This design comes from an exercise in tuning for small area, a short achievable clock period and few clock cycles per item on the open sky130 flow, not from production work.
The RTL was checked by simulation tests, not by an equivalence proof against the original design.

==> config.mk <==
export PLATFORM = sky130hd
export DESIGN_NAME = rs80_dec
export DESIGN_NICKNAME = rs80_dec
export VERILOG_FILES = /design/flow/design.v
export SDC_FILE = /design/flow/constraint.sdc
export NUM_CORES = 4
export LEC_CHECK = 0
export CAP_MARGIN = 20
export CORE_MARGIN = 2
export CORE_UTILIZATION = 35
export PLACE_DENSITY = 0.5
export SLEW_MARGIN = 20
==> constraint.sdc <==
create_clock -name core_clock -period 25.0 [get_ports {clk}]
set_input_delay 5.0000 -clock core_clock [delete_from_list [all_inputs] [get_ports {clk}]]
set_output_delay 5.0000 -clock core_clock [all_outputs]
set_load 0.01 [all_outputs]
==> design.v <==
module rs80_dec (
    input  wire         clk,
    input  wire         rst,
    input  wire         in_valid,
    output wire         in_ready,
    input  wire [639:0] in_word,
    input  wire         in_mark_v,
    input  wire [3:0]   in_mark_dev,
    output wire         out_valid,
    output wire [1:0]   out_status,
    output wire [511:0] out_data,
    output wire [9:0]   out_devmask,
    output wire [4:0]   out_nerr
);
    localparam [1:0] ST_CLEAN = 2'd0, ST_CORRECTED = 2'd1,
                     ST_POISONED = 2'd2, ST_UNCORR = 2'd3;
    localparam integer K    = 16;         
    localparam integer NBLK = 80 / K;
    localparam integer M    = 4;         
    localparam integer NCB  = 80 / M;
    localparam [127:0] POISON_SYN = 128'hdf767ddb152a48eb33778c8824087a00;
    function automatic [7:0] gmul(input [7:0] a, input [7:0] b);
        reg [7:0] p, x;
        integer i;
        begin
            p = 8'h00;
            x = a;
            for (i = 0; i < 8; i = i + 1) begin
                if (b[i]) p = p ^ x;
                x = {x[6:0], 1'b0} ^ (x[7] ? 8'h1d : 8'h00);
            end
            gmul = p;
        end
    endfunction
    function automatic [7:0] gpow(input integer e);
        reg [7:0] x;
        integer i;
        begin
            x = 8'h01;
            for (i = 0; i < (e % 255); i = i + 1)
                x = {x[6:0], 1'b0} ^ (x[7] ? 8'h1d : 8'h00);
            gpow = x;
        end
    endfunction
    function automatic [7:0] lmap(input [7:0] a, input [63:0] cols);
        integer i;
        begin
            lmap = 8'h00;
            for (i = 0; i < 8; i = i + 1)
                if (a[i]) lmap = lmap ^ cols[8*i +: 8];
        end
    endfunction
    function automatic [3:0] m16(input [3:0] a, input [3:0] b);
        reg [3:0] p, x;
        integer i;
        begin
            p = 4'h0;
            x = a;
            for (i = 0; i < 4; i = i + 1) begin
                if (b[i]) p = p ^ x;
                x = {x[2:0], 1'b0} ^ (x[3] ? 4'h3 : 4'h0);
            end
            m16 = p;
        end
    endfunction
    function automatic [3:0] i16(input [3:0] a);
        case (a)
            4'h0: i16 = 4'h0;  4'h1: i16 = 4'h1;  4'h2: i16 = 4'h9;  4'h3: i16 = 4'he;
            4'h4: i16 = 4'hd;  4'h5: i16 = 4'hb;  4'h6: i16 = 4'h7;  4'h7: i16 = 4'h6;
            4'h8: i16 = 4'hf;  4'h9: i16 = 4'h2;  4'ha: i16 = 4'hc;  4'hb: i16 = 4'h5;
            4'hc: i16 = 4'ha;  4'hd: i16 = 4'h4;  4'he: i16 = 4'h3;  default: i16 = 4'h8;
        endcase
    endfunction
    function automatic [7:0] ginv(input [7:0] a);
        reg [7:0] c;
        reg [3:0] d, di;
        begin
            c  = lmap(a, 64'h134fc83d2b472101);
            d  = m16(m16(c[7:4], c[7:4]), 4'h8) ^ m16(c[7:4], c[3:0]) ^ m16(c[3:0], c[3:0]);
            di = i16(d);
            ginv = lmap({m16(c[7:4], di), m16(c[7:4] ^ c[3:0], di)}, 64'hb6d203cf44994e01);
        end
    endfunction
    localparam [2:0] S_IDLE = 3'd0, S_SYN = 3'd1, S_ERAS = 3'd2, S_BM = 3'd3,
                     S_PINIT = 3'd4, S_POLY = 3'd5, S_CHIEN = 3'd6,
                     S_DRAIN = 3'd7;
    reg  [2:0]   state;
    reg  [6:0]   cnt;
    reg  [639:0] w;             
    reg          mark_v;
    reg  [3:0]   mark_dev;
    reg  [7:0]   syn  [0:15];   
    reg  [7:0]   xa;            
    reg  [7:0]   lam  [0:8];    
    reg  [7:0]   bpol [0:8];    
    reg  [7:0]   tw   [0:8];    
    reg  [7:0]   gmma;          
    reg  [4:0]   lreg;          
    reg  [7:0]   omg  [0:15];   
    reg  [7:0]   psi  [0:16];   
    reg  [4:0]   rootcnt;
    reg  [4:0]   psideg;
    reg  [4:0]   nerr;
    reg  [9:0]   devmask;
    reg  [1:0]   status;
    reg          data_ok;
    reg          ovalid;
    reg          c2_v;
    reg  [5:0]   c2_blk;
    reg  [M-1:0] c2_root;
    reg  [7:0]   c2_om [0:M-1];
    reg  [7:0]   c2_po [0:M-1];
    wire [4:0] nf  = mark_v ? 5'd8 : 5'd0;    
    wire [4:0] nbm = 5'd16 - nf;              
    integer i, j, b;
    reg [7:0]  x0_dev;
    reg [71:0] gam_dev;
    reg [63:0] pg_dev;
    always @(*) begin
        case (mark_dev)
            4'd0: begin x0_dev = 8'h4c; gam_dev = 72'he428b66a6902264101; pg_dev = 64'hd40e03bc292e7f98; end
            4'd1: begin x0_dev = 8'h8f; gam_dev = 72'hacbd15fddf03c00e01; pg_dev = 64'h8ba96a61d33985cb; end
            4'd2: begin x0_dev = 8'h9d; gam_dev = 72'h3091573bec8c23a601; pg_dev = 64'hce2bd2959b768970; end
            4'd3: begin x0_dev = 8'h6a; gam_dev = 72'hb6458be639caa1ef01; pg_dev = 64'h55bc1ee71655fa87; end
            4'd4: begin x0_dev = 8'h46; gam_dev = 72'hd5ea601c6eaff00901; pg_dev = 64'hb6f5568d6404024d; end
            4'd5: begin x0_dev = 8'h5d; gam_dev = 72'h4578782c2b76e2f501; pg_dev = 64'h3b237213cbf166f4; end
            4'd6: begin x0_dev = 8'h5f; gam_dev = 72'h60da66036c4dce1601; pg_dev = 64'h53a90aba44bb4cb5; end
            4'd7: begin x0_dev = 8'h65; gam_dev = 72'h71aef1be0ce5cc8301; pg_dev = 64'h896f8d0f739fc655; end
            4'd8: begin x0_dev = 8'h01; gam_dev = 72'h18c8adef36510bff01; pg_dev = 64'hf889a9bf617d6466; end
            default: begin x0_dev = 8'h1d; gam_dev = 72'h5badc10106f78ec401; pg_dev = 64'hae139e777535c94d; end
        endcase
        if (!mark_v) gam_dev = 72'h01;
    end
    reg [8*K-1:0] blkw;
    always @(*) begin
        blkw = {8*K{1'b0}};
        for (b = 0; b < NBLK; b = b + 1)
            blkw = blkw | (w[8*(80-K*(b+1)) +: 8*K] & {8*K{cnt == b}});
    end
    reg [7:0] syn_next [0:15];
    always @(*) begin
        for (i = 0; i < 16; i = i + 1) begin
            syn_next[i] = gmul(syn[i], gpow(i*K));
            for (j = 0; j < K; j = j + 1)
                syn_next[i] = syn_next[i] ^ gmul(blkw[8*j +: 8], gpow(i*j));
        end
    end
    reg syn_zero, syn_poison;
    always @(*) begin
        syn_zero = 1'b1;
        syn_poison = 1'b1;
        for (i = 0; i < 16; i = i + 1) begin
            if (syn_next[i] != 8'h00) syn_zero = 1'b0;
            if (syn_next[i] != POISON_SYN[8*i +: 8]) syn_poison = 1'b0;
        end
    end
    wire bm_mode = (state == S_BM);
    reg  [7:0] ma [0:25];
    reg  [7:0] mb [0:25];
    reg  [7:0] mo [0:25];
    reg  [7:0] delta;
    always @(*) begin
        for (i = 0; i < 9; i = i + 1) begin
            ma[i] = bm_mode ? lam[i] : xa;
            mb[i] = bm_mode ? tw[i]  : syn[i];
        end
        delta = 8'h00;
        for (i = 0; i < 9; i = i + 1) begin
            mo[i] = gmul(ma[i], mb[i]);
            delta = delta ^ mo[i];
        end
        for (i = 9; i < 16; i = i + 1) begin
            ma[i] = bm_mode ? gmma       : xa;
            mb[i] = bm_mode ? lam[i-9]   : syn[i];
        end
        ma[16] = bm_mode ? gmma   : xa;
        mb[16] = bm_mode ? lam[7] : gam_dev[7:0];
        ma[17] = bm_mode ? gmma   : xa;
        mb[17] = bm_mode ? lam[8] : gam_dev[15:8];
        for (i = 18; i < 26; i = i + 1) begin
            ma[i] = bm_mode ? delta       : xa;
            mb[i] = bm_mode ? bpol[i-18]  : ((i < 25) ? gam_dev[8*(i-16) +: 8] : 8'h00);
        end
        for (i = 9; i < 26; i = i + 1)
            mo[i] = gmul(ma[i], mb[i]);
    end
    wire [4:0] tnext_idx = cnt[4:0] + 5'd1 + nf;
    reg  [7:0] tnext;
    always @(*) begin
        tnext = 8'h00;
        for (i = 1; i < 16; i = i + 1)
            if (tnext_idx == i) tnext = syn[i];
    end
    wire bm_swap = (delta != 8'h00) && ({lreg, 1'b0} <= {1'b0, cnt[4:0]});
    reg [4:0] lamdeg;
    always @(*) begin
        lamdeg = 5'd0;
        for (i = 1; i < 9; i = i + 1)
            if (lam[i] != 8'h00) lamdeg = i[4:0];
    end
    reg [7:0] lam_sel;        
    reg [7:0] lam_top;        
    always @(*) begin
        lam_sel = 8'h00;
        lam_top = 8'h00;
        for (i = 0; i < 9; i = i + 1) begin
            if (cnt[3:0] == i + 1) lam_sel = lam[i];
            if (lreg == i) lam_top = lam[i];
        end
    end
    reg [7:0] ch_pe [0:M-1];
    reg [7:0] ch_po [0:M-1];
    reg [7:0] ch_oe [0:M-1];
    reg [M-1:0] ch_root;
    reg [4:0] ch_nroot;
    always @(*) begin
        ch_nroot = 5'd0;
        for (j = 0; j < M; j = j + 1) begin
            ch_pe[j] = 8'h00;
            ch_po[j] = 8'h00;
            ch_oe[j] = 8'h00;
            for (i = 0; i < 17; i = i + 1) begin
                ch_pe[j] = ch_pe[j] ^ gmul(psi[i], gpow((255 - j) * i));
                if (i % 2 == 1) ch_po[j] = ch_po[j] ^ gmul(psi[i], gpow((255 - j) * i));
            end
            for (i = 0; i < 16; i = i + 1)
                ch_oe[j] = ch_oe[j] ^ gmul(omg[i], gpow((255 - j) * i));
            ch_root[j] = (ch_pe[j] == 8'h00);
            ch_nroot = ch_nroot + {4'd0, ch_root[j]};
        end
    end
    wire [4:0] rootcnt_next = rootcnt + ch_nroot;
    reg [7:0] c2_ev [0:M-1];
    reg [4:0] c2_nerr;
    reg       c2_any;
    always @(*) begin
        c2_nerr = 5'd0;
        c2_any  = 1'b0;
        for (j = 0; j < M; j = j + 1) begin
            c2_ev[j] = (c2_v && c2_root[j]) ? gmul(c2_om[j], ginv(c2_po[j])) : 8'h00;
            if (c2_ev[j] != 8'h00) begin
                c2_nerr = c2_nerr + 5'd1;
                c2_any  = 1'b1;
            end
        end
    end
    wire [4:0] nerr_next = nerr + c2_nerr;
    wire [6:0] c2_pos = c2_blk * M;
    wire [3:0] c2_dev = (c2_pos < 7'd8)  ? 4'd8 :
                        (c2_pos < 7'd16) ? 4'd9 : ((c2_pos - 7'd16) >> 3);
    reg [511:0] wcorr;
    always @(*) begin
        wcorr = 512'd0;
        for (b = 2 * 8 / M; b < NCB; b = b + 1)
            for (j = 0; j < M; j = j + 1)
                wcorr[8*(M*b+j-16) +: 8] = c2_ev[j] & {8{c2_blk == b}};
    end
    always @(posedge clk) begin
        if (rst) begin
            state  <= S_IDLE;
            cnt    <= 7'd0;
            ovalid <= 1'b0;
            c2_v   <= 1'b0;
        end else begin
            ovalid <= 1'b0;
            case (state)
                S_IDLE: begin
                    w        <= in_word;
                    mark_v   <= in_mark_v;
                    mark_dev <= in_mark_dev;
                    for (i = 0; i < 16; i = i + 1) syn[i] <= 8'h00;
                    cnt      <= 7'd0;
                    if (in_valid) state <= S_SYN;
                end
                S_SYN: begin
                    for (i = 0; i < 16; i = i + 1) syn[i] <= syn_next[i];
                    xa  <= x0_dev;
                    cnt <= cnt + 7'd1;
                    lam[0]  <= 8'h01;
                    bpol[0] <= 8'h01;
                    tw[0]   <= syn_next[0];
                    for (i = 1; i < 9; i = i + 1) begin
                        lam[i]  <= 8'h00;
                        bpol[i] <= 8'h00;
                        tw[i]   <= 8'h00;
                    end
                    gmma <= 8'h01;
                    lreg <= 5'd0;
                    nerr    <= 5'd0;
                    devmask <= 10'd0;
                    if (cnt == NBLK - 1) begin
                        cnt <= 7'd0;
                        if (!mark_v && syn_zero) begin
                            status  <= ST_CLEAN;
                            data_ok <= 1'b1;
                            ovalid  <= 1'b1;
                            state   <= S_IDLE;
                        end else if (!mark_v && syn_poison) begin
                            status  <= ST_POISONED;
                            data_ok <= 1'b0;
                            ovalid  <= 1'b1;
                            state   <= S_IDLE;
                        end else if (mark_v) begin
                            state <= S_ERAS;
                        end else begin
                            state <= S_BM;
                        end
                    end
                end
                S_ERAS: begin
                    for (i = 1; i < 16; i = i + 1)
                        syn[i] <= syn[i] ^ mo[i-1];
                    xa  <= {xa[6:0], 1'b0} ^ (xa[7] ? 8'h1d : 8'h00);
                    cnt <= cnt + 7'd1;
                    tw[0] <= syn[8] ^ mo[7];
                    if (cnt == 7'd7) begin
                        cnt <= 7'd0;
                        if ({syn[15] ^ mo[14], syn[14] ^ mo[13], syn[13] ^ mo[12],
                             syn[12] ^ mo[11], syn[11] ^ mo[10], syn[10] ^ mo[9],
                             syn[9] ^ mo[8], syn[8] ^ mo[7]} == pg_dev) begin
                            status  <= ST_POISONED;
                            data_ok <= 1'b0;
                            ovalid  <= 1'b1;
                            state   <= S_IDLE;
                        end else begin
                            state <= S_BM;
                        end
                    end
                end
                S_BM: begin
                    lam[0] <= mo[9];
                    for (i = 1; i < 9; i = i + 1)
                        lam[i] <= mo[9+i] ^ mo[17+i];
                    if (bm_swap) begin
                        for (i = 0; i < 9; i = i + 1) bpol[i] <= lam[i];
                        lreg <= {cnt[4:0]} + 5'd1 - lreg;
                        gmma <= delta;
                    end else begin
                        bpol[0] <= 8'h00;
                        for (i = 1; i < 9; i = i + 1) bpol[i] <= bpol[i-1];
                    end
                    tw[0] <= tnext;
                    for (i = 1; i < 9; i = i + 1) tw[i] <= tw[i-1];
                    cnt <= cnt + 7'd1;
                    if (cnt[4:0] == nbm - 5'd1) state <= S_PINIT;
                end
                S_PINIT: begin
                    for (i = 0; i < 16; i = i + 1) omg[i] <= 8'h00;
                    for (i = 0; i < 17; i = i + 1) psi[i] <= 8'h00;
                    psideg <= lamdeg + nf;
                    xa     <= lam_top;
                    cnt    <= {2'b00, lreg};
                    if ({lreg, 1'b0} + nf > 6'd16) begin
                        status  <= ST_UNCORR;
                        data_ok <= 1'b0;
                        ovalid  <= 1'b1;
                        state   <= S_IDLE;
                    end else if (lamdeg + nf == 5'd0) begin
                        status  <= ST_CLEAN;
                        data_ok <= 1'b1;
                        ovalid  <= 1'b1;
                        state   <= S_IDLE;
                    end else begin
                        state <= S_POLY;
                    end
                end
                S_POLY: begin
                    omg[0] <= mo[0];
                    for (i = 1; i < 16; i = i + 1)
                        omg[i] <= omg[i-1] ^ mo[i];
                    psi[0] <= mo[16];
                    psi[1] <= psi[0] ^ mo[17];
                    for (i = 2; i < 9; i = i + 1)
                        psi[i] <= psi[i-1] ^ mo[16+i];
                    for (i = 9; i < 17; i = i + 1)
                        psi[i] <= psi[i-1];
                    xa      <= lam_sel;
                    cnt     <= cnt - 7'd1;
                    rootcnt <= 5'd0;
                    if (cnt == 7'd0) begin
                        cnt   <= 7'd0;
                        state <= S_CHIEN;
                    end
                end
                S_CHIEN: begin
                    for (i = 0; i < 16; i = i + 1)
                        omg[i] <= gmul(omg[i], gpow((255 - M) * i));
                    for (i = 0; i < 17; i = i + 1)
                        psi[i] <= gmul(psi[i], gpow((255 - M) * i));
                    rootcnt <= rootcnt_next;
                    cnt     <= cnt + 7'd1;
                    if (rootcnt_next == psideg || cnt == NCB - 1)
                        state <= S_DRAIN;
                end
                S_DRAIN: begin
                    if (rootcnt != psideg) begin
                        status  <= ST_UNCORR;
                        data_ok <= 1'b0;
                    end else begin
                        status  <= (nerr_next == 5'd0) ? ST_CLEAN : ST_CORRECTED;
                        data_ok <= 1'b1;
                    end
                    ovalid <= 1'b1;
                    state  <= S_IDLE;
                end
                default: state <= S_IDLE;
            endcase
            c2_v    <= (state == S_CHIEN);
            c2_blk  <= cnt[5:0];
            c2_root <= ch_root;
            for (j = 0; j < M; j = j + 1) begin
                c2_om[j] <= ch_oe[j];
                c2_po[j] <= ch_po[j];
            end
            if (c2_v) begin
                w[639:128] <= w[639:128] ^ wcorr;
                nerr <= nerr_next;
                if (c2_any) devmask[c2_dev] <= 1'b1;
            end
            if (state == S_DRAIN && rootcnt != psideg) begin
                nerr    <= 5'd0;
                devmask <= 10'd0;
            end
        end
    end
    assign in_ready    = (state == S_IDLE);
    assign out_valid   = ovalid;
    assign out_status  = status;
    assign out_data    = data_ok ? w[639:128] : 512'd0;
    assign out_devmask = devmask;
    assign out_nerr    = nerr;
endmodule
==> run.sh <==
#!/bin/bash
# synth_recipe.tcl (not shown) runs the flow's synth.tcl, then flattens the netlist and writes it again
# the make line also repeats each setting of config.mk as NAME=value (left out here)
make -C /OpenROAD-flow-scripts/flow DESIGN_CONFIG=/design/flow/config.mk WORK_HOME=/design/flow/orfs CLKGATE_MAP_FILE= SYNTH_SCRIPT=/design/flow/synth_recipe.tcl finish
==> reports/metrics.cfg, run 1 <==
[place]
hpwl_mm = 1206
port_buffers = 1178
place_ws_ps = 12510
gp_congestion = 1.265

[floorplan]
floorplan.die.width_um = 716.7
ios = 1179
start_util_pct = 35.17
rows = 261
die_h_um = 716.7

[clocking]
holdBufCountCts = 0
post_cts_resize_count = 0
post_cts_buffers = 0
h-tree-depth = 4
clockBufferDepth = 4
cts_buffers = 195
cts.sinks = 1506
root_buffer = clkbuf_16

[synthesis]
synth_ff_type = edfxtp_1
synth-edff-count = 1368
async_flop_share_pct = 0
ys_seq_area_share_pct = 24.66
ys_types = 116
syn_nets = 20950
yosys_warnings = 17
synth-seq-cells = 1506
syn_area_mm2 = 0.1778
synth_cells = 20210
syn-mean-instance-area_um2 = 8.797

[status]
status = did not finish
stop_stage = 5_1_grt
firstError = [ERROR GRT-0183] Net net1060: the 3D maze router ran out of legal paths (heap underflow) - the net is boxed in by local congestion or blockages.

[global_routing]
grt_max_degree = 171
grt_antenna_before_repair = 380

-- synthesized netlist by cell type, types with 66 or more instances --
master	instances	share of area (%)
nand2_1	1008	2.1
xnor2_1	7219	36
a221oi_1	88	0.43
nor3_1	134	0.38
dfxtp_1	138	1.6
nand4_1	66	0.23
nand3_1	80	0.23
xnor2_2	74	0.68
clkbuf_1	1008	2.1
nor2_1	2661	5.6
o21ai_0	349	0.98
edfxtp_1	1368	23
and3_1	153	0.54
ha_1	87	0.61
a21oi_1	912	2.6
and2_1	596	2.1
buf_2	217	0.61
xor2_1	1804	8.9
a222oi_1	137	0.77
buf_1	84	0.18
inv_1	175	0.37
xnor3_1	186	2.4
nand2b_1	71	0.25
mux2i_1	276	1.6
a22oi_1	101	0.43
o22ai_1	321	1.1
-- worst max path at each step --
stage	from	to	slack (ps)	depth (start not counted)
3_3_place_gp	c2_po[1][4]	status[0]	12390	34
3_5_place_dp	c2_po[1][4]	status[0]	12510	33
4_1_cts	c2_po[1][4]	status[0]	12400	34
2_1_floorplan	rst	w[128]	1540	3
-- metrics by stage --
step	cells	area (um^2)	hold slack (ps)
after CTS	28340	212600	520.5
after detailed placement	27990	206300	515.0
after global placement	27980	205600	505.6
after floorplan	20210	177800	402.9
-- cell families after synthesis --
logic type,count (synthesis),share of synthesized area [%]
other cells,1,0.002109
buf+inv,1541,3.528
compound gates,2320,8.344
mux,349,2.067
flops,1506,24.66
fa+ha+maj,97,0.6968
xor+xnor,9319,47.95
simple gates,5075,12.75
Testbench counts, summed over its fixed seeds: cycles 72,878, words 3,200.
==> inputs of run 2 (changes only) <==
--- a/design.v
+++ b/design.v
@@ -20,4 +20,5 @@
     localparam integer NCB  = 80 / M;
     localparam [127:0] POISON_SYN = 128'hdf767ddb152a48eb33778c8824087a00;
+    localparam [8*80-1:0] APOW = 640'hf0783c1e0f89ca65bc5e2f99c261be5fa1de6fb9d269ba5da05028140a058c46239fc1ee77b5d46a35944a259c4e279dc06030180c06038fc9ea75b45a2d984c261387cde8743a1d8040201008040201;
     function automatic [7:0] gmul(input [7:0] a, input [7:0] b);
         reg [7:0] p, x;
@@ -82,8 +83,11 @@
         end
     endfunction
-    localparam [2:0] S_IDLE = 3'd0, S_SYN = 3'd1, S_ERAS = 3'd2, S_BM = 3'd3,
-                     S_PINIT = 3'd4, S_POLY = 3'd5, S_CHIEN = 3'd6,
-                     S_DRAIN = 3'd7;
-    reg  [2:0]   state;
+    localparam [3:0] S_IDLE = 4'd0, S_SYN = 4'd1, S_ERAS = 4'd2, S_BM = 4'd3,
+                     S_PINIT = 4'd4, S_POLY = 4'd5, S_CHIEN = 4'd6,
+                     S_DRAIN = 4'd7, S_BM01 = 4'd8, S_ONE = 4'd9, S_CLR = 4'd10;
+    reg  [3:0]   state;
+    reg          rdy;           
+    reg          bm_mode;       
+    reg  [NBLK-1:0] bsel;       
     reg  [6:0]   cnt;
     reg  [639:0] w;             
@@ -99,14 +103,13 @@
     reg  [7:0]   omg  [0:15];   
     reg  [7:0]   psi  [0:16];   
-    reg  [4:0]   rootcnt;
-    reg  [4:0]   psideg;
+    reg  [4:0]   rem;           
     reg  [4:0]   nerr;
     reg  [9:0]   devmask;
     reg  [1:0]   status;
-    reg          data_ok;
     reg          ovalid;
     reg          c2_v;
     reg  [5:0]   c2_blk;
     reg  [M-1:0] c2_root;
+    reg  [M-1:0] c2_nz;         
     reg  [7:0]   c2_om [0:M-1];
     reg  [7:0]   c2_po [0:M-1];
@@ -136,5 +139,5 @@
         blkw = {8*K{1'b0}};
         for (b = 0; b < NBLK; b = b + 1)
-            blkw = blkw | (w[8*(80-K*(b+1)) +: 8*K] & {8*K{cnt == b}});
+            blkw = blkw | (w[8*(80-K*(b+1)) +: 8*K] & {8*K{bsel[b]}});
     end
     reg [7:0] syn_next [0:15];
@@ -155,5 +158,4 @@
         end
     end
-    wire bm_mode = (state == S_BM);
     reg  [7:0] ma [0:25];
     reg  [7:0] mb [0:25];
@@ -185,4 +187,22 @@
             mo[i] = gmul(ma[i], mb[i]);
     end
+    wire [7:0] x_one = gmul(syn[1], ginv(syn[0]));
+    reg one_ok;
+    always @(*) begin
+        one_ok = (syn[0] != 8'h00) && (syn[1] != 8'h00);
+        for (i = 1; i < 15; i = i + 1)
+            if (mo[i] != syn[i+1]) one_ok = 1'b0;
+    end
+    reg [6:0] plog;
+    reg       plog_ok;
+    always @(*) begin
+        plog    = 7'd0;
+        plog_ok = 1'b0;
+        for (i = 0; i < 80; i = i + 1)
+            if (xa == APOW[8*i +: 8]) begin
+                plog    = plog | i[6:0];
+                plog_ok = 1'b1;
+            end
+    end
     wire [4:0] tnext_idx = cnt[4:0] + 5'd1 + nf;
     reg  [7:0] tnext;
@@ -192,4 +212,7 @@
             if (tnext_idx == i) tnext = syn[i];
     end
+    wire [7:0] tw0 = mark_v ? syn[8]  : syn[0];
+    wire [7:0] tw1 = mark_v ? syn[9]  : syn[1];
+    wire [7:0] tw2 = mark_v ? syn[10] : syn[2];
     wire bm_swap = (delta != 8'h00) && ({lreg, 1'b0} <= {1'b0, cnt[4:0]});
     reg [4:0] lamdeg;
@@ -230,5 +253,8 @@
         end
     end
-    wire [4:0] rootcnt_next = rootcnt + ch_nroot;
+    reg [M-1:0] ch_nz;
+    always @(*)
+        for (j = 0; j < M; j = j + 1)
+            ch_nz[j] = ch_root[j] && (ch_oe[j] != 8'h00) && (ch_po[j] != 8'h00);
     reg [7:0] c2_ev [0:M-1];
     reg [4:0] c2_nerr;
@@ -238,6 +264,6 @@
         c2_any  = 1'b0;
         for (j = 0; j < M; j = j + 1) begin
-            c2_ev[j] = (c2_v && c2_root[j]) ? gmul(c2_om[j], ginv(c2_po[j])) : 8'h00;
-            if (c2_ev[j] != 8'h00) begin
+            c2_ev[j] = c2_root[j] ? gmul(c2_om[j], ginv(c2_po[j])) : 8'h00;
+            if (c2_v && c2_nz[j]) begin
                 c2_nerr = c2_nerr + 5'd1;
                 c2_any  = 1'b1;
@@ -259,4 +285,6 @@
         if (rst) begin
             state  <= S_IDLE;
+            rdy    <= 1'b1;
+            bm_mode <= 1'b0;
             cnt    <= 7'd0;
             ovalid <= 1'b0;
@@ -264,4 +292,5 @@
         end else begin
             ovalid <= 1'b0;
+            if (c2_v) w[639:128] <= w[639:128] ^ wcorr;
             case (state)
                 S_IDLE: begin
@@ -271,5 +300,9 @@
                     for (i = 0; i < 16; i = i + 1) syn[i] <= 8'h00;
                     cnt      <= 7'd0;
-                    if (in_valid) state <= S_SYN;
+                    bsel     <= {{(NBLK-1){1'b0}}, 1'b1};
+                    if (in_valid) begin
+                        state <= S_SYN;
+                        rdy   <= 1'b0;
+                    end
                 end
                 S_SYN: begin
@@ -289,20 +322,19 @@
                     nerr    <= 5'd0;
                     devmask <= 10'd0;
-                    if (cnt == NBLK - 1) begin
+                    bsel <= bsel << 1;
+                    if (bsel[NBLK-1]) begin
                         cnt <= 7'd0;
                         if (!mark_v && syn_zero) begin
                             status  <= ST_CLEAN;
-                            data_ok <= 1'b1;
                             ovalid  <= 1'b1;
                             state   <= S_IDLE;
+                            rdy     <= 1'b1;
                         end else if (!mark_v && syn_poison) begin
                             status  <= ST_POISONED;
-                            data_ok <= 1'b0;
-                            ovalid  <= 1'b1;
-                            state   <= S_IDLE;
+                            state   <= S_CLR;
                         end else if (mark_v) begin
                             state <= S_ERAS;
                         end else begin
-                            state <= S_BM;
+                            state <= S_BM01;
                         end
                     end
@@ -320,11 +352,46 @@
                              syn[9] ^ mo[8], syn[8] ^ mo[7]} == pg_dev) begin
                             status  <= ST_POISONED;
-                            data_ok <= 1'b0;
-                            ovalid  <= 1'b1;
-                            state   <= S_IDLE;
+                            state   <= S_CLR;
+                        end else begin
+                            state <= S_BM01;
+                        end
+                    end
+                end
+                S_BM01: begin
+                    xa <= x_one;
+                    if (tw0 != 8'h00) begin
+                        lam[0] <= tw0;
+                        lam[1] <= tw1;
+                        bpol[0] <= 8'h00;
+                        bpol[1] <= 8'h01;
+                        lreg <= 5'd1;
+                        gmma <= tw0;
+                    end else begin
+                        lam[0] <= 8'h01;
+                        lam[2] <= tw1;
+                        if (tw1 != 8'h00) begin
+                            bpol[0] <= 8'h01;
+                            lreg <= 5'd2;
+                            gmma <= tw1;
                         end else begin
-                            state <= S_BM;
+                            bpol[0] <= 8'h00;
+                            bpol[2] <= 8'h01;
                         end
                     end
+                    tw[0] <= tw2;
+                    tw[1] <= tw1;
+                    tw[2] <= tw0;
+                    cnt   <= 7'd2;
+                    state <= mark_v ? S_BM : S_ONE;
+                    bm_mode <= mark_v;
+                end
+                S_ONE: begin
+                    if (one_ok) begin
+                        rem     <= {4'd0, !plog_ok};
+                        state   <= S_DRAIN;
+                    end else begin
+                        state   <= S_BM;
+                        bm_mode <= 1'b1;
+                    end
                 end
                 S_BM: begin
@@ -343,22 +410,23 @@
                     for (i = 1; i < 9; i = i + 1) tw[i] <= tw[i-1];
                     cnt <= cnt + 7'd1;
-                    if (cnt[4:0] == nbm - 5'd1) state <= S_PINIT;
+                    if (cnt[4:0] == nbm - 5'd1) begin
+                        state   <= S_PINIT;
+                        bm_mode <= 1'b0;
+                    end
                 end
                 S_PINIT: begin
                     for (i = 0; i < 16; i = i + 1) omg[i] <= 8'h00;
                     for (i = 0; i < 17; i = i + 1) psi[i] <= 8'h00;
-                    psideg <= lamdeg + nf;
+                    rem    <= lamdeg + nf;
                     xa     <= lam_top;
                     cnt    <= {2'b00, lreg};
                     if ({lreg, 1'b0} + nf > 6'd16) begin
                         status  <= ST_UNCORR;
-                        data_ok <= 1'b0;
-                        ovalid  <= 1'b1;
-                        state   <= S_IDLE;
+                        state   <= S_CLR;
                     end else if (lamdeg + nf == 5'd0) begin
                         status  <= ST_CLEAN;
-                        data_ok <= 1'b1;
                         ovalid  <= 1'b1;
                         state   <= S_IDLE;
+                        rdy     <= 1'b1;
                     end else begin
                         state <= S_POLY;
@@ -377,5 +445,4 @@
                     xa      <= lam_sel;
                     cnt     <= cnt - 7'd1;
-                    rootcnt <= 5'd0;
                     if (cnt == 7'd0) begin
                         cnt   <= 7'd0;
@@ -388,35 +455,56 @@
                     for (i = 0; i < 17; i = i + 1)
                         psi[i] <= gmul(psi[i], gpow((255 - M) * i));
-                    rootcnt <= rootcnt_next;
+                    rem     <= rem - ch_nroot;
                     cnt     <= cnt + 7'd1;
-                    if (rootcnt_next == psideg || cnt == NCB - 1)
+                    if ({2'b00, ch_nroot} == rem || cnt == NCB - 1)
                         state <= S_DRAIN;
                 end
                 S_DRAIN: begin
-                    if (rootcnt != psideg) begin
+                    if (rem != 5'd0) begin
                         status  <= ST_UNCORR;
-                        data_ok <= 1'b0;
+                        w[639:128] <= 512'd0;
                     end else begin
                         status  <= (nerr_next == 5'd0) ? ST_CLEAN : ST_CORRECTED;
-                        data_ok <= 1'b1;
                     end
                     ovalid <= 1'b1;
                     state  <= S_IDLE;
+                    rdy    <= 1'b1;
+                end
+                S_CLR: begin
+                    w[639:128] <= 512'd0;
+                    ovalid <= 1'b1;
+                    state  <= S_IDLE;
+                    rdy    <= 1'b1;
+                end
+                default: begin
+                    state   <= S_IDLE;
+                    rdy     <= 1'b1;
+                    bm_mode <= 1'b0;
                 end
-                default: state <= S_IDLE;
             endcase
-            c2_v    <= (state == S_CHIEN);
-            c2_blk  <= cnt[5:0];
-            c2_root <= ch_root;
-            for (j = 0; j < M; j = j + 1) begin
-                c2_om[j] <= ch_oe[j];
-                c2_po[j] <= ch_po[j];
+            if (state == S_ONE) begin
+                c2_v    <= one_ok && plog_ok;
+                c2_blk  <= plog / M;
+                for (j = 0; j < M; j = j + 1) begin
+                    c2_root[j] <= (plog % M == j);
+                    c2_nz[j]   <= (plog % M == j);
+                    c2_om[j]   <= syn[0];
+                    c2_po[j]   <= 8'h01;
+                end
+            end else begin
+                c2_v    <= (state == S_CHIEN);
+                c2_blk  <= cnt[5:0];
+                c2_root <= ch_root;
+                c2_nz   <= ch_nz;
+                for (j = 0; j < M; j = j + 1) begin
+                    c2_om[j] <= ch_oe[j];
+                    c2_po[j] <= ch_po[j];
+                end
             end
             if (c2_v) begin
-                w[639:128] <= w[639:128] ^ wcorr;
                 nerr <= nerr_next;
                 if (c2_any) devmask[c2_dev] <= 1'b1;
             end
-            if (state == S_DRAIN && rootcnt != psideg) begin
+            if (state == S_DRAIN && rem != 5'd0) begin
                 nerr    <= 5'd0;
                 devmask <= 10'd0;
@@ -424,8 +512,8 @@
         end
     end
-    assign in_ready    = (state == S_IDLE);
+    assign in_ready    = rdy;
     assign out_valid   = ovalid;
     assign out_status  = status;
-    assign out_data    = data_ok ? w[639:128] : 512'd0;
+    assign out_data    = w[639:128];
     assign out_devmask = devmask;
     assign out_nerr    = nerr;
==> flow/run.sh (new file) <==
#!/bin/bash
# Standard ORFS layout (the standard.sh, unchanged synthesis, floorplan,
# power grid and routing) with timing repair asked to leave 18 ns of setup
# slack at the design's 25 ns clock, so that it keeps shortening the worst
# paths. The SDC and clock are the standard flow's own.
set -euo pipefail
bash standard.sh SETUP_SLACK_MARGIN=18 finish > standard.log 2>&1
==> standard.sh (new file) <==
#!/bin/bash
# synth_recipe.tcl (not shown) runs the flow's synth.tcl, then flattens the netlist and writes it again
# the make line also repeats each setting of config.mk as NAME=value (left out here)
make -C /OpenROAD-flow-scripts/flow DESIGN_CONFIG=/design/flow/config.mk WORK_HOME=/design/flow/orfs CLKGATE_MAP_FILE= SYNTH_SCRIPT=/design/flow/synth_recipe.tcl "${@:-finish}"
--- a/config.mk
+++ b/config.mk
@@ -8,5 +8,6 @@
 export CAP_MARGIN = 20
 export CORE_MARGIN = 2
-export CORE_UTILIZATION = 35
-export PLACE_DENSITY = 0.5
+export CORE_UTILIZATION = 25
+export PLACE_DENSITY = 0.45
 export SLEW_MARGIN = 20
+export TNS_END_PERCENT = 5
removed: run.sh
==> run 2 against run 1 <==
The run now finishes clean. Area after synthesis increased by 9.7%. Synthesized cell count increased by 9.3%.
==> reports/metrics.cfg, run 2 <==
[clocking]
path_clk_slew_ps = 70
cts_tree = done
clockBufferDepth = 4
holdBufCountCts = 0
clk_latency_ps = 1120
cts.sinks = 1512
root_buffer = clkbuf_16
cts_buffers = 220
h-tree-depth = 4

[synthesis]
synth_largest_area_cell = xnor2_1
yosys_warnings = 17
ys_types = 132
async_flop_share_pct = 0
yosysMostFrequentCell = xnor2_1
synth_ff_type = edfxtp_1
synth-seq-cells = 1512
synth_top_family_by_area = XOR/XNOR gates
synthTopCellsByCount = xnor2_1, xor2_1, nor2_1, nand2_1, edfxtp_1
syn-mean-instance-area_um2 = 8.826
synth_cells = 22090
synth_area_leaders = xnor2_1, edfxtp_1, xor2_1, xnor3_1, nor2_1
synth-compound-area-share_pct = 10.99
muxShareOfSynthArea_pct = 2.538
synthSimpleGateAreaFrac_pct = 12.26
synth_xor_area_share_pct = 45.18
synth_fa_ha_area_share_pct = 0.7893
ys_seq_area_share_pct = 22.56
synth-edff-count = 1371
synth_top_area_share_pct = 28.81
syn_nets = 22860
syn_area_mm2 = 0.1950

[drt]
drc = 0
routed_via_density = 5.872
wire_per_inst_um = 52.19
vias = 203600
drt-total-wl_mm = 1810
first_iter_violations = 36600
postRouteAntennaNets = 0
firstDrtPassIters = 10

[job]
cap_violations = 0

[global_routing]
track_usage_pct = 43.38
grt_pass1_wl_mm = 2195
grt_max_degree = 175
grt_pass1_vias = 178900
grt_antenna_before_repair = 403
grt-ovfl-total = 0

[cells_and_area]
top_regs = w x640, psi x136
design_area_mm2 = 0.2583
largest_register_ff_count = 640
area_delta_synth_final_pct = 32.48
drive_gt1_share_pct = 20.51
final_cell_mix = xnor2_1, nor2_1, buf_4
final_common_cell = xnor2_1
fin_nets = 24690
max_flop_register = w

[critical_path]
worstSetupPathType = flop to flop
slowest_delay_ps = 920
cp_max_fo = 30
end_kind = flop
path_cells = buf_12 -> buf_12 -> bufbuf_16 -> a222oi_1 -> nand2_4 -> buf_12 -> xor2_2 -> xor2_4 -> xnor3_2 -> xnor2_2 -> xnor2_2 -> xnor2_1 -> nand4_1 -> nor4_1 -> nand4_1 -> nor4_4 -> nand4_1 -> buf_4 -> nor2_1 -> nor2_1 -> nor4_2 -> mux2i_1 -> nand2_1
start_kind = flop
cp.arrival_ps = 8700
required_ps = 25960
cp_slowest_cell = a222oi_1

[floorplan]
ios = 1179
rows = 324
die-area_mm2 = 0.7870
die_h_um = 887.1
fp.coreArea_mm2 = 0.7779
floorplan.die.width_um = 887.1
start_util_pct = 25.06

[place]
port_buffers = 1178
hpwl_mm = 1436
gp_congestion = 1.169
place_ws_ps = 13710
place_area_mm2 = 0.2265

[timing]
fmax_ghz = 0.1292
drv_slew = 0
finalSetupTns_ps = 0
rsz0062_at_grt = yes
tightest_slew_ps = 1411
final-hold-violation-count = 0
finalClockSkew_ps = 196.6
fin_crit_sh_pct = 30.95
period_needed_ps = 7738
setup_viol = 0
relSlewSlack_pct = 5.245
layout_setup_ws_ps = 17260

[hold_path]
hold_path.class = flop to flop

[status]
status = complete, no violations

run 2: cell families (layout without fill, tap and decap cells):
kind of cell               Yosys count  in the layout
muxes                              466            467
AOI/OAI and AO/OA                 3150           3156
adders and majority gates          121            121
xor gates and xnor gates          9204           9220
DFF                               1512           1512
buffers and inverters             2220           4206
and+or+nand+nor                   5417           5421
other                                1            306
run 2: area by class of cell:
| cell class | instances | area (um^2) |
|---|---|---|
| fillers | 80270 | 519600 |
| multi-input cells | 18390 | 157500 |
| flip-flops and latches | 1512 | 44000 |
| repair buffers | 3638 | 35520 |
| well taps | 10270 | 12850 |
| clock buffers | 285 | 5883 |
| clock inverters | 118 | 1101 |
| diodes | 305 | 763.2 |
| inverters | 165 | 665.6 |
run 2: worst max-delay path: cells and delay by family (launching register included):
kind	cells	cell delay, ps
AO/OA/AOI/OAI	1	920
XOR/XNOR	6	2550
buffers and inverters	5	1070
flip-flops	1	420
multiplexers	1	230
AND/OR/NAND/NOR	10	2380
run 2: routing by layer:
layer / GRT usage [%] / part of all wire, % / vias up
met5: 0.5890 / 0.14 / -
met4: 25.90 / 7.5 / 190
met3: 21.20 / 14 / 3700
met2: 58.26 / 38 / 16750
met1: 55.28 / 40 / 104800
li1: - / - / 78170
run 2: worst paths after layout:
path	start	end	slack, ps	cells past startpoint
setup / recovery	bsel[0]	rdy	17260	23
hold / removal	x0_dev[6]	xa[6]	550	1
setup reg to reg	bsel[0]	rdy	17260	23
hold reg to reg	x0_dev[6]	xa[6]	550	1
run 2: what timing repair did:
item                                    CTS  global route
gates resized for setup                1624           705
gates cloned                             32            48
endpoints found under the hold margin     0             0
pin swaps                               248           263
setup endpoints to repair              1879          1616
buffers inserted                        505           381
run 2: through the flow:
| stage | hold WS (ps) | utilization, % | std cells |
|---|---|---|---|
| 6_report | 550.7 | 33.20 | 34680 |
| 5_1_grt | 556.3 | 33.15 | 34520 |
| 4_1_cts | 524.8 | 32.12 | 33940 |
| 3_5_place_dp | 509.6 | 29.12 | 33000 |
| 3_3_place_gp | 515.1 | 28.92 | 32970 |
| 2_1_floorplan | 509.4 | - | 22090 |
Testbench counts of run 2, summed over its fixed seeds: cycles 64,385, words 3,200.
==> inputs of run 3 (changes only) <==
--- a/design.v
+++ b/design.v
@@ -20,5 +20,4 @@
     localparam integer NCB  = 80 / M;
     localparam [127:0] POISON_SYN = 128'hdf767ddb152a48eb33778c8824087a00;
-    localparam [8*80-1:0] APOW = 640'hf0783c1e0f89ca65bc5e2f99c261be5fa1de6fb9d269ba5da05028140a058c46239fc1ee77b5d46a35944a259c4e279dc06030180c06038fc9ea75b45a2d984c261387cde8743a1d8040201008040201;
     function automatic [7:0] gmul(input [7:0] a, input [7:0] b);
         reg [7:0] p, x;
@@ -197,11 +196,88 @@
     reg       plog_ok;
     always @(*) begin
-        plog    = 7'd0;
-        plog_ok = 1'b0;
-        for (i = 0; i < 80; i = i + 1)
-            if (xa == APOW[8*i +: 8]) begin
-                plog    = plog | i[6:0];
-                plog_ok = 1'b1;
-            end
+        plog_ok = 1'b1;
+        case (xa)
+            8'h01: plog = 7'd0;
+            8'h02: plog = 7'd1;
+            8'h04: plog = 7'd2;
+            8'h08: plog = 7'd3;
+            8'h10: plog = 7'd4;
+            8'h20: plog = 7'd5;
+            8'h40: plog = 7'd6;
+            8'h80: plog = 7'd7;
+            8'h1d: plog = 7'd8;
+            8'h3a: plog = 7'd9;
+            8'h74: plog = 7'd10;
+            8'he8: plog = 7'd11;
+            8'hcd: plog = 7'd12;
+            8'h87: plog = 7'd13;
+            8'h13: plog = 7'd14;
+            8'h26: plog = 7'd15;
+            8'h4c: plog = 7'd16;
+            8'h98: plog = 7'd17;
+            8'h2d: plog = 7'd18;
+            8'h5a: plog = 7'd19;
+            8'hb4: plog = 7'd20;
+            8'h75: plog = 7'd21;
+            8'hea: plog = 7'd22;
+            8'hc9: plog = 7'd23;
+            8'h8f: plog = 7'd24;
+            8'h03: plog = 7'd25;
+            8'h06: plog = 7'd26;
+            8'h0c: plog = 7'd27;
+            8'h18: plog = 7'd28;
+            8'h30: plog = 7'd29;
+            8'h60: plog = 7'd30;
+            8'hc0: plog = 7'd31;
+            8'h9d: plog = 7'd32;
+            8'h27: plog = 7'd33;
+            8'h4e: plog = 7'd34;
+            8'h9c: plog = 7'd35;
+            8'h25: plog = 7'd36;
+            8'h4a: plog = 7'd37;
+            8'h94: plog = 7'd38;
+            8'h35: plog = 7'd39;
+            8'h6a: plog = 7'd40;
+            8'hd4: plog = 7'd41;
+            8'hb5: plog = 7'd42;
+            8'h77: plog = 7'd43;
+            8'hee: plog = 7'd44;
+            8'hc1: plog = 7'd45;
+            8'h9f: plog = 7'd46;
+            8'h23: plog = 7'd47;
+            8'h46: plog = 7'd48;
+            8'h8c: plog = 7'd49;
+            8'h05: plog = 7'd50;
+            8'h0a: plog = 7'd51;
+            8'h14: plog = 7'd52;
+            8'h28: plog = 7'd53;
+            8'h50: plog = 7'd54;
+            8'ha0: plog = 7'd55;
+            8'h5d: plog = 7'd56;
+            8'hba: plog = 7'd57;
+            8'h69: plog = 7'd58;
+            8'hd2: plog = 7'd59;
+            8'hb9: plog = 7'd60;
+            8'h6f: plog = 7'd61;
+            8'hde: plog = 7'd62;
+            8'ha1: plog = 7'd63;
+            8'h5f: plog = 7'd64;
+            8'hbe: plog = 7'd65;
+            8'h61: plog = 7'd66;
+            8'hc2: plog = 7'd67;
+            8'h99: plog = 7'd68;
+            8'h2f: plog = 7'd69;
+            8'h5e: plog = 7'd70;
+            8'hbc: plog = 7'd71;
+            8'h65: plog = 7'd72;
+            8'hca: plog = 7'd73;
+            8'h89: plog = 7'd74;
+            8'h0f: plog = 7'd75;
+            8'h1e: plog = 7'd76;
+            8'h3c: plog = 7'd77;
+            8'h78: plog = 7'd78;
+            8'hf0: plog = 7'd79;
+            default: begin plog = 7'd0; plog_ok = 1'b0; end
+        endcase
     end
     wire [4:0] tnext_idx = cnt[4:0] + 5'd1 + nf;
==> flow/run.sh (replaced) <==
#!/bin/bash
# Standard ORFS layout (the standard.sh, unchanged synthesis, floorplan,
# power grid and routing) with timing repair asked to leave 17 ns of setup
# slack at the design's 25 ns clock, so that it keeps shortening the worst
# paths. The SDC and clock are the standard flow's own.
set -euo pipefail
bash standard.sh SETUP_SLACK_MARGIN=17 finish > standard.log 2>&1
==> run 3 against run 2 <==
Still clean on timing, DRC and antenna. Highest routed layer unchanged. First-iteration DRC count fell by 21%. Flip-flop and latch count rose by 8. Area after synthesis fell by 6.5%. Die area fell by 6.5%. Critical path type unchanged.
==> reports/metrics.cfg, run 3 <==
[synthesis]
synthTopCellsByCount = xnor2_1, xor2_1, nor2_1, nand2_1, edfxtp_1
yosys_warnings = 17
syn-mean-instance-area_um2 = 8.643
synth_ff_type = edfxtp_1
synth_top_area_share_pct = 32.88
synth-edff-count = 1371
synth_largest_area_cell = xnor2_1
syn_nets = 21850
syn_area_mm2 = 0.1822
synth-seq-cells = 1520
synth_area_leaders = xnor2_1, edfxtp_1, xor2_1, nor2_1, nand2_1
ys_types = 106
synth_cells = 21080
ys_seq_area_share_pct = 24.23
async_flop_share_pct = 0
yosysMostFrequentCell = xnor2_1

[drt]
routed_via_density = 5.646
postRouteAntennaNets = 0
drc = 0
drt-total-wl_mm = 1817
vias = 184500
wire_per_inst_um = 55.62
first_iter_violations = 28860
firstDrtPassIters = 13

[timing]
final-hold-violation-count = 0
tightest_slew_ps = 1382
period_needed_ps = 8521
relSlewSlack_pct = 7.772
setup_viol = 0
finalSetupTns_ps = 0
fmax_ghz = 0.1174
fin_crit_sh_pct = 34.08
finalClockSkew_ps = 146.7
drv_slew = 0
rsz0062_at_grt = yes

[clocking]
h-tree-depth = 4
clockBufferDepth = 4
holdBufCountCts = 0
path_clk_slew_ps = 60
cts_buffers = 214
clk_latency_ps = 1110
cts_tree = done
root_buffer = clkbuf_16
cts.sinks = 1520

[cells_and_area]
final_cell_mix = xnor2_1, nor2_1, xor2_1
final_common_cell = xnor2_1
fin_nets = 23500
drive_gt1_share_pct = 18.10
max_flop_register = w
top_regs = w x640, psi x136
largest_register_ff_count = 640
area_delta_synth_final_pct = 30.01

[critical_path]
start_kind = flop
r2r-end = status[1]
cp_slowest_cell = xor2_2
worstSetupPathType = flop to flop
slowest_delay_ps = 1070
end_kind = flop
cp_max_fo = 26
r2r_cells = 18
crit_top_cell = xnor2_1
path_cells = buf_6 -> a22oi_1 -> nand2_4 -> xor2_2 -> buf_4 -> xor2_2 -> xnor2_1 -> xnor2_1 -> xnor2_1 -> xnor2_1 -> xnor2_1 -> xnor2_1 -> nor4_1 -> nand4_1 -> nor4_1 -> buf_4 -> nand3b_1 -> a21oi_2
rr_startpoint = bsel[2]
required_ps = 25700
crit_family = XOR/XNOR gates
crit_buf_inv = 3
cp.arrival_ps = 9220
ff2ff_setup_slack_ps = 16480

[global_routing]
grt_pass1_wl_mm = 2211
grt_antenna_before_repair = 365
grt_pass1_vias = 169800
track_usage_pct = 47.46
grt-ovfl-total = 0
grt_max_degree = 179

[status]
status = complete, no violations

[hold_path]
hp-start = tw[7][6]
worst_hold_path.num_cells = 1
min_to = tw[8][6]
hold_path.class = flop to flop

[place]
gp_congestion = 1.128
port_buffers = 1178
hpwl_mm = 1507

[floorplan]
die_h_um = 857.7
floorplan.die.width_um = 857.7
start_util_pct = 25.08
die-area_mm2 = 0.7357
rows = 313
ios = 1179
fp.coreArea_mm2 = 0.7265

[job]
cap_violations = 0

-- run 3: cell count changes in the layout (fill, tap and decap cells not counted), moves of 155 or more --
cell	change
xnor3_1	-236
xor2_1	+291
a32oi_1	-212
nand3_1	-158
o21ai_0	+302
xnor2_1	+406
diode_2	-155
-- run 3: area by class of cell --
cell class	count	area (um^2)
fill	75950	489600
multi-input combinational	17570	143300
sequential	1520	44160
timing repair buffer	3242	29300
tap	9607	12020
clock buffer	277	5882
clock inverter	121	1074
inverter	187	759.5
antenna	150	375.4
-- run 3: kinds of logic after synthesis --
logic type,Yosys count,synth area share (%)
adders and majority gates,123,0.8514
and+or+nand+nor,4811,10.96
xor gates and xnor gates,9476,46.64
buffers and inverters,2004,5.267
AOI/OAI and AO/OA,2680,9.269
muxes,469,2.776
DFF,1520,24.23
other,1,0.002058
-- run 3: worst max-delay path by stage --
stage	start	to	slack, ps	depth (start not counted)
after detailed placement	bsel[4]	rdy	12970	27
after CTS	c2_po[3][6]	w[636]	16820	26
after global placement	syn[0][3]	plog[6]	12550	26
final	bsel[2]	status[1]	16480	18
after global routing	bm_mode	psi[5][2]	16730	30
after floorplan	rst	pg_dev[60]	15840	9
-- run 3: repair_timing --
| action | in CTS | in global routing |
|---|---|---|
| buffers inserted | 262 | 85 |
| setup endpoints to repair | 810 | 699 |
| pin swaps | 145 | 55 |
| gates cloned | 7 | 3 |
| resized for setup | 1078 | 155 |
-- run 3: through the flow --
| step | hold slack [ps] | std cells | instance area (um^2) | worst slack (ps) | util [%] |
|---|---|---|---|---|---|
| after floorplan | 456.2 | 21080 | 182600 | 15840 | - |
| after global placement | 534.2 | 31710 | 215400 | 12550 | 29.65 |
| after detailed placement | 541.7 | 31760 | 217100 | 12970 | 29.89 |
| after CTS | 557.6 | 32420 | 234300 | 16820 | 32.25 |
| after global routing | 570.4 | 32570 | 236600 | 16730 | 32.58 |
| final | 555.6 | 32670 | 236900 | 16480 | 32.61 |
-- run 3: layer usage --
layer  track usage, %  routed length (um)  up-vias
met5           0.1549                 658        -
met4            41.49              196000      102
met3            16.85              194800     3881
met2            68.22              745400    13460
met1            55.72              680500    94660
li1                 -                   -    72360
-- run 3: worst register-to-register path: stages, from the launching register on --
cell,delay (ps)
edfxtp_1,490
buf_6,250
a22oi_1,740
nand2_4,620
xor2_2,650
buf_4,320
xor2_2,1090
xnor2_1,230
xnor2_1,670
xnor2_1,410
xnor2_1,230
xnor2_1,250
xnor2_1,250
nor4_1,330
nand4_1,130
nor4_1,440
buf_4,230
nand3b_1,520
a21oi_2,390
Testbench counts of run 3, summed over its fixed seeds: cycles 64,385, words 3,200.
==> inputs of run 4 (changes only) <==
==> run.sh (new file) <==
#!/bin/bash
# synth_recipe.tcl (not shown) runs the flow's synth.tcl, then flattens the netlist and writes it again
# the make line also repeats each setting of config.mk as NAME=value (left out here)
make -C /OpenROAD-flow-scripts/flow DESIGN_CONFIG=/design/flow/config.mk WORK_HOME=/design/flow/orfs CLKGATE_MAP_FILE= SYNTH_SCRIPT=/design/flow/synth_recipe.tcl finish
--- a/config.mk
+++ b/config.mk
@@ -11,3 +11,2 @@
 export PLACE_DENSITY = 0.45
 export SLEW_MARGIN = 20
-export TNS_END_PERCENT = 5
removed: flow/run.sh
removed: standard.sh
==> run 4 against run 3 <==
Area after synthesis unchanged. Flip-flop and latch count is the same. Setup slack lost 3800 ps. Hold slack got worse by 27 ps. Die area unchanged. Design area shrank 6.1%. Count of clock-buffer cells in the layout is 13 lower. Via count down 2.0%. Cell count decreased by 1.7%. Synthesized cell count is the same. Global-route usage down 3.3 points.
==> reports/metrics.cfg, run 4 <==
[status]
status = complete, no violations

[critical_path]
start_kind = flop
end_kind = flop
worstSetupPathType = flop to flop
cp.arrival_ps = 13300
cp_max_fo = 36
ff2ff_setup_slack_ps = 12700
required_ps = 25990

[timing]
fin_crit_sh_pct = 49.22
finalClockSkew_ps = 167.4
tightest_slew_ps = 1418
drv_slew = 0
finalSetupTns_ps = 0
setup_viol = 0
period_needed_ps = 12300
final-hold-violation-count = 0
rsz0062_at_grt = no
fmax_ghz = 0.08127
relSlewSlack_pct = 4.820

[drt]
routed_via_density = 5.630
wire_per_inst_um = 52.91
m1WireLength_mm = 654.3
postRouteAntennaNets = 0
wl_met3_mm = 180.8
vias = 180800
drt-total-wl_mm = 1699
highest_layer = met5
drc = 0
met2WireLength_mm = 695.2
first_iter_violations = 29150
firstDrtPassIters = 13

[clocking]
path_clk_slew_ps = 60
cts.sinks = 1520
h-tree-depth = 4
cts_buffers = 213
cts_tree = done
clockBufferDepth = 4
holdBufCountCts = 0
post_cts_resize_count = 0
post_cts_buffers = 0
root_buffer = clkbuf_16
clk_latency_ps = 1180

[global_routing]
grt_antenna_before_repair = 358
grt_pass1_vias = 164900
grt_pass1_wl_mm = 2078
track_usage_pct = 44.21
grt-ovfl-total = 0
grt_max_degree = 185

[synthesis]
muxShareOfSynthArea_pct = 2.776
syn_nets = 21850
ys_seq_area_share_pct = 24.23
synth_fa_ha_area_share_pct = 0.8514
synth-compound-area-share_pct = 9.269
ys_types = 106
synth_top_family_by_area = XOR/XNOR gates
synthTopCellsByCount = xnor2_1, xor2_1, nor2_1, nand2_1, edfxtp_1
synthSimpleGateAreaFrac_pct = 10.96
async_flop_share_pct = 0
synth-seq-cells = 1520
yosysMostFrequentCell = xnor2_1
syn-mean-instance-area_um2 = 8.643
synth_ff_type = edfxtp_1
synth_cells = 21080
syn_area_mm2 = 0.1822
synth_largest_area_cell = xnor2_1
synth_area_leaders = xnor2_1, edfxtp_1, xor2_1, nor2_1, nand2_1
synth-edff-count = 1371
synth_top_area_share_pct = 32.88
yosys_warnings = 17
synth_xor_area_share_pct = 46.64

[floorplan]
die_h_um = 857.7
rows = 313
start_util_pct = 25.08
ios = 1179
die-area_mm2 = 0.7357
floorplan.die.width_um = 857.7
fp.coreArea_mm2 = 0.7265

[place]
port_buffers = 1178
place_area_mm2 = 0.2142
gp_congestion = 1.128
hpwl_mm = 1402
place_inst = 31530

[cells_and_area]
drive_gt1_share_pct = 12.09
max_flop_register = w
seqCellArea_mm2 = 0.04416
multi_input_area_mm2 = 0.1344
fin_nets = 22940
design_area_mm2 = 0.2225
nFillCells = 76750
top_regs = w x640, psi x136
final_cell_mix = xnor2_1, xor2_1, nor2_1
final_cells = 32110
largest_register_ff_count = 640
final_common_cell = xnor2_1
area_delta_synth_final_pct = 22.11

[hold_path]
hold_path.class = flop to flop

[job]
cap_violations = 0

run 4: stage by stage:
stage               worst slack (ps)  hold WS (ps)  util, %
global placement               13000         534.5    29.26
global route                   13030         565.1    30.59
CTS                            13830         546.1    30.44
floorplan                       1468         456.2        -
detailed placement             13860         520.4    29.48
finish                         12700         529.1    30.63
run 4: kinds of logic (layout without fill, tap and decap cells):
logic type | Yosys count | after routing
fa+ha+maj | 123 | 123
xor+xnor | 9476 | 9476
buf+inv | 2004 | 3266
flops | 1520 | 1520
compound gates | 2680 | 2680
other cells | 1 | 155
mux | 469 | 469
simple gates | 4811 | 4811
run 4: final timing paths:
| path | startpoint | cells after the start | end |
|---|---|---|---|
| min | plog[6] | 2 | c2_blk[4] |
| max | bsel[4] | 24 | rdy |
| min reg2reg | plog[6] | 2 | c2_blk[4] |
| max reg2reg | bsel[4] | 24 | rdy |
run 4: critical path, stage by stage (launching register included):
cell and delay, ps:
edfxtp_1 320, buf_4 450, buf_4 660, buf_4 540, a222oi_1 290, buf_4 280, nand2_2 420, buf_4 400
xor2_1 180, buf_4 360, xor2_2 800, xnor2_1 530, xnor2_1 860, xnor2_1 160, xnor2_1 620, xnor2_1 430
nor4_1 790, nand4_1 380, nor4_1 870, nand4_1 1100, nor2_1 710, nor2_1 130, a211oi_1 320, mux2i_1 270
nand2_1 90
run 4: final cells by class:
cell class	count	area share [%]
Antenna cell	154	0.1732
Inverter	187	0.3222
Sequential cell	1520	19.85
Tap cell	9607	5.402
Clock inverter	117	0.5730
Clock buffer	264	2.562
Timing Repair Buffer	2698	10.70
Multi-Input combinational cell	17560	60.42
run 4: metal layers:
layer / track usage, % / up-vias
met1: 52.81 / 92790
met4: 35.22 / 170
met5: 0.4001 / -
met2: 63.49 / 12970
li1: - / 71270
met3: 16.35 / 3575

-- re-timing with driven ports --
No port has a modelled driver above. Below, the same layouts with a new extraction and two added sets of constraints.
Step 1 assumes that a clkbuf_16 drives the clock port and a buf_2 every other input.
Step 2 also shifts input and output timing later by t, the mid clock arrival at the registers, as if the neighbouring blocks saw the same clock.
Slacks: ideal ports / drivers / drivers and shift; pairs: ideal ports / drivers.
run | t (ns) | setup WS [ns] | worst setup path after step 2
run 2 | 1.164 | 17.262 / 17.152 / 16.398 | input to register
run 3 | 1.204 | 16.479 / 16.479 / 15.758 | input to register
run 4 | 1.224 | 12.695 / 12.695 / 12.695 | register to register
After both steps every run listed still meets setup and hold. The setup slack of run 2, which loses most, moves by -0.110 ns with the drivers and by -0.864 ns with both steps.
